From an optimization exercise on the open Yosys and OpenROAD flow, aimed at small area and a short achievable clock period; shortcuts taken in it are not production practice.
In this exercise RTL edits were held to simulation tests only and were not proved equivalent to the original.
Power figures rest on the tool's default switching activity, not on a simulated workload.

job 1901:
==> flow/design.v (excerpt) <==
module hb1dec (
    input  wire        clk,
    input  wire        rst,         
    input  wire        in_valid,
    input  wire [31:0] in_data,
    output reg         out_valid,
    output reg  [31:0] out_data
);
    reg        iv;
    reg [15:0] dlo, dhi;
    reg [15:0] hreg;     
    reg        phase;    
    reg        a1;       
    reg        ea1;      
    reg        b1;       
    reg        nb1;      
    reg        c2, c3, c4;
    reg        c2k;      
    reg        nc2k;     
    reg        nnb;      
    reg  [9:0] vo;       
    wire oacc = iv & phase;
    wire eacc = iv & ~phase;
    always @(posedge clk) begin
        c2k  <= b1;
        nc2k <= ~b1;
        nnb  <= nb1;
        dlo  <= in_data[15:0];
        dhi  <= in_data[31:16];
        hreg <= dhi;
        if (rst) begin
            iv <= 1'b0;
            phase <= 1'b0;
            a1 <= 1'b0; ea1 <= 1'b0; b1 <= 1'b0; nb1 <= 1'b1;
            c2 <= 1'b0; c3 <= 1'b0; c4 <= 1'b0;
            out_valid <= 1'b0;
            vo <= 10'd0;
        end else begin
            iv <= in_valid;
            if (iv) phase <= ~phase;
            a1 <= oacc; ea1 <= eacc; b1 <= a1; nb1 <= ~a1;
  ...
Size in the first run: roughly 2,300 cells after synthesis, roughly 780 flip-flops, about 68 I/O pins, roughly 36,000 µm² of cells after synthesis.
==> flow/config.mk <==
export PLATFORM = sky130hd
export DESIGN_NAME = hb1dec
export DESIGN_NICKNAME = hb1dec
export VERILOG_FILES = /design/flow/design.v
export SDC_FILE = /design/flow/constraint.sdc
export NUM_CORES = 4
export LEC_CHECK = 0
export CAP_MARGIN = 20
export CORE_MARGIN = 2
export CORE_UTILIZATION = 65
export SLEW_MARGIN = 60
export SYNTH_HIERARCHICAL = 1
export SYNTH_MINIMUM_KEEP_SIZE = 0
==> flow/constraint.sdc <==
create_clock -name core_clock -period 18.0 [get_ports {clk}]
set_input_delay 3.6000 -clock core_clock [delete_from_list [all_inputs] [get_ports {clk}]]
set_output_delay 3.6000 -clock core_clock [all_outputs]
set_load 0.01 [all_outputs]
standard.sh (not shown) runs the stock make flow with config.mk's settings and CLKGATE_MAP_FILE= SYNTH_SCRIPT=/design/flow/synth_recipe.tcl, a recipe that flattens the netlist after the stock synthesis.
==> flow/flow/run.sh <==
#!/bin/bash
# The standard layout (the standard.sh), with the port buffers made of
# buf_2 cells instead of the cell buffer_ports picks by default, and clock
# tree synthesis without dummy loads.
set -euo pipefail
export BUFFER_PORTS_ARGS="-buffer_cell sky130_fd_sc_hd__buf_2"
export CTS_ARGS="-sink_clustering_enable -repair_clock_nets -sink_clustering_size 30 -sink_clustering_max_diameter 80 -dont_use_dummy_load"
bash standard.sh > standard.log 2>&1
In summary, job 1901 completed successfully, with a layout that passed the timing, design-rule and antenna checks.
Here is what was changed in the inputs of job 3927 compared with job 1901.
# job 1901
export LEC_CHECK = 0
export CAP_MARGIN = 20
export CORE_MARGIN = 2
export CORE_UTILIZATION = 65
export SLEW_MARGIN = 60
export SYNTH_HIERARCHICAL = 1
export SYNTH_MINIMUM_KEEP_SIZE = 0
create_clock -name core_clock -period 18.0 [get_ports {clk}]
# job 3927
export LEC_CHECK = 0
export CAP_MARGIN = 20
export CORE_MARGIN = 2
export CORE_UTILIZATION = 60
export SLEW_MARGIN = 60
export SYNTH_HIERARCHICAL = 1
export SYNTH_MINIMUM_KEEP_SIZE = 0
create_clock -name core_clock -period 18.0 [get_ports {clk}]
-- flow/flow/run.sh --
<<< job 1901, line 4
# tree synthesis without dummy loads.
>>> job 3927, line 4
# tree synthesis without dummy loads and with clkbuf_8 leaf buffers.
<<< job 1901, line 7
export CTS_ARGS="-sink_clustering_enable -repair_clock_nets -sink_clustering_size 30 -sink_clustering_max_diameter 80 -dont_use_dummy_load"
>>> job 3927, line 7
export CTS_ARGS="-sink_clustering_enable -repair_clock_nets -sink_clustering_size 16 -sink_clustering_max_diameter 80 -dont_use_dummy_load -sink_clustering_buffer sky130_fd_sc_hd__clkbuf_8"
==> summary.txt <==
Cmp job 3927 vs job 1901: non-clock buffer count higher in job 3927
Job 3927 -> job 1901: multi-input gate area in the final layout flat
| placed standard-cell area | job 3927 vs job 1901 | ≈ equal |
Per the comparison of job 3927 with job 1901, fraction of power spent switching nets has increased; global-route wire length before repair has increased; worst hold slack has remained practically unchanged; count of placed standard cells in the final layout, fillers left out has increased.
Taking job 1901 as the reference, in job 3927 non-clock buffer share of cell area closely matched the old numbers, overall power consumption decreased by 79 µW relative to the old numbers, relative contribution of the clock network to total power decreased by 1.8 points relative to the old numbers.
Job 3927 vs job 1901 — internal power dropped 3.5%.
Job 3927 finished all stages; the layout is clean.
The following lists how job 6873 was set up differently from job 3927:
# job 3927
export LEC_CHECK = 0
export CAP_MARGIN = 20
export CORE_MARGIN = 2
export CORE_UTILIZATION = 60
export SLEW_MARGIN = 60
export SYNTH_HIERARCHICAL = 1
export SYNTH_MINIMUM_KEEP_SIZE = 0
create_clock -name core_clock -period 18.0 [get_ports {clk}]
# job 6873
export LEC_CHECK = 0
export CAP_MARGIN = 50
export CORE_MARGIN = 2
export CORE_UTILIZATION = 60
export SLEW_MARGIN = 60
export SYNTH_HIERARCHICAL = 1
export SYNTH_MINIMUM_KEEP_SIZE = 0
create_clock -name core_clock -period 18.0 [get_ports {clk}]
==> flow/flow/run.sh <==
#!/bin/bash
# The standard layout (the standard.sh), with the port buffers made of
# buf_2 cells instead of the cell buffer_ports picks by default, and clock
# tree synthesis without dummy loads.
set -euo pipefail
export BUFFER_PORTS_ARGS="-buffer_cell sky130_fd_sc_hd__buf_2"
export CTS_ARGS="-sink_clustering_enable -repair_clock_nets -sink_clustering_size 24 -sink_clustering_max_diameter 100 -dont_use_dummy_load"
bash standard.sh > standard.log 2>&1
--- outcome ---
- Job 6873 and job 3927 ended up with nearly the same worst-skew pair later-pin latency.
- Compared job 6873 vs job 3927, and worst setup slack is up in job 6873.
- Summary of job 6873 over job 3927: global-route usage closely matched the old numbers; final total power increased by 2.7% relative to the old numbers; final-layout worst hold slack saw little to no change.
- Taking job 3927 as the reference, in job 6873 area added between synthesis and finish grew by 0.45 points; layout clock buffer count shrank by 17; wire length held steady; relative slew slack grew by 0.92 points.

static timing again, ports no longer ideal:
In the flow no input, the clock included, has a driving cell. The finished layouts below were timed again as built, in two steps.
Step 1 sets driving cells, clkbuf_16 on the clock port and buf_2 on the other inputs (assumed; they add their load-dependent delay and slew).
Step 2, shift: input delay + t, output delay - t, t = (earliest + latest rising clock arrival at the registers) / 2. This alone moves slack from input paths to output paths.
Slacks: ideal ports / drivers / drivers and shift; pairs: ideal ports / drivers.
| run | t, ns | slack for setup (ns) | worst setup path at the end |
|---|---|---|---|
| job 1901 | 0.629 | 13.265 / 13.263 / 13.265 | register to register |
| job 3927 | 0.635 | 13.322 / 13.300 / 13.322 | register to register |
| job 6873 | 0.641 | 13.360 / 13.306 / 13.360 | register to register |
After both steps every run listed still meets setup and hold.
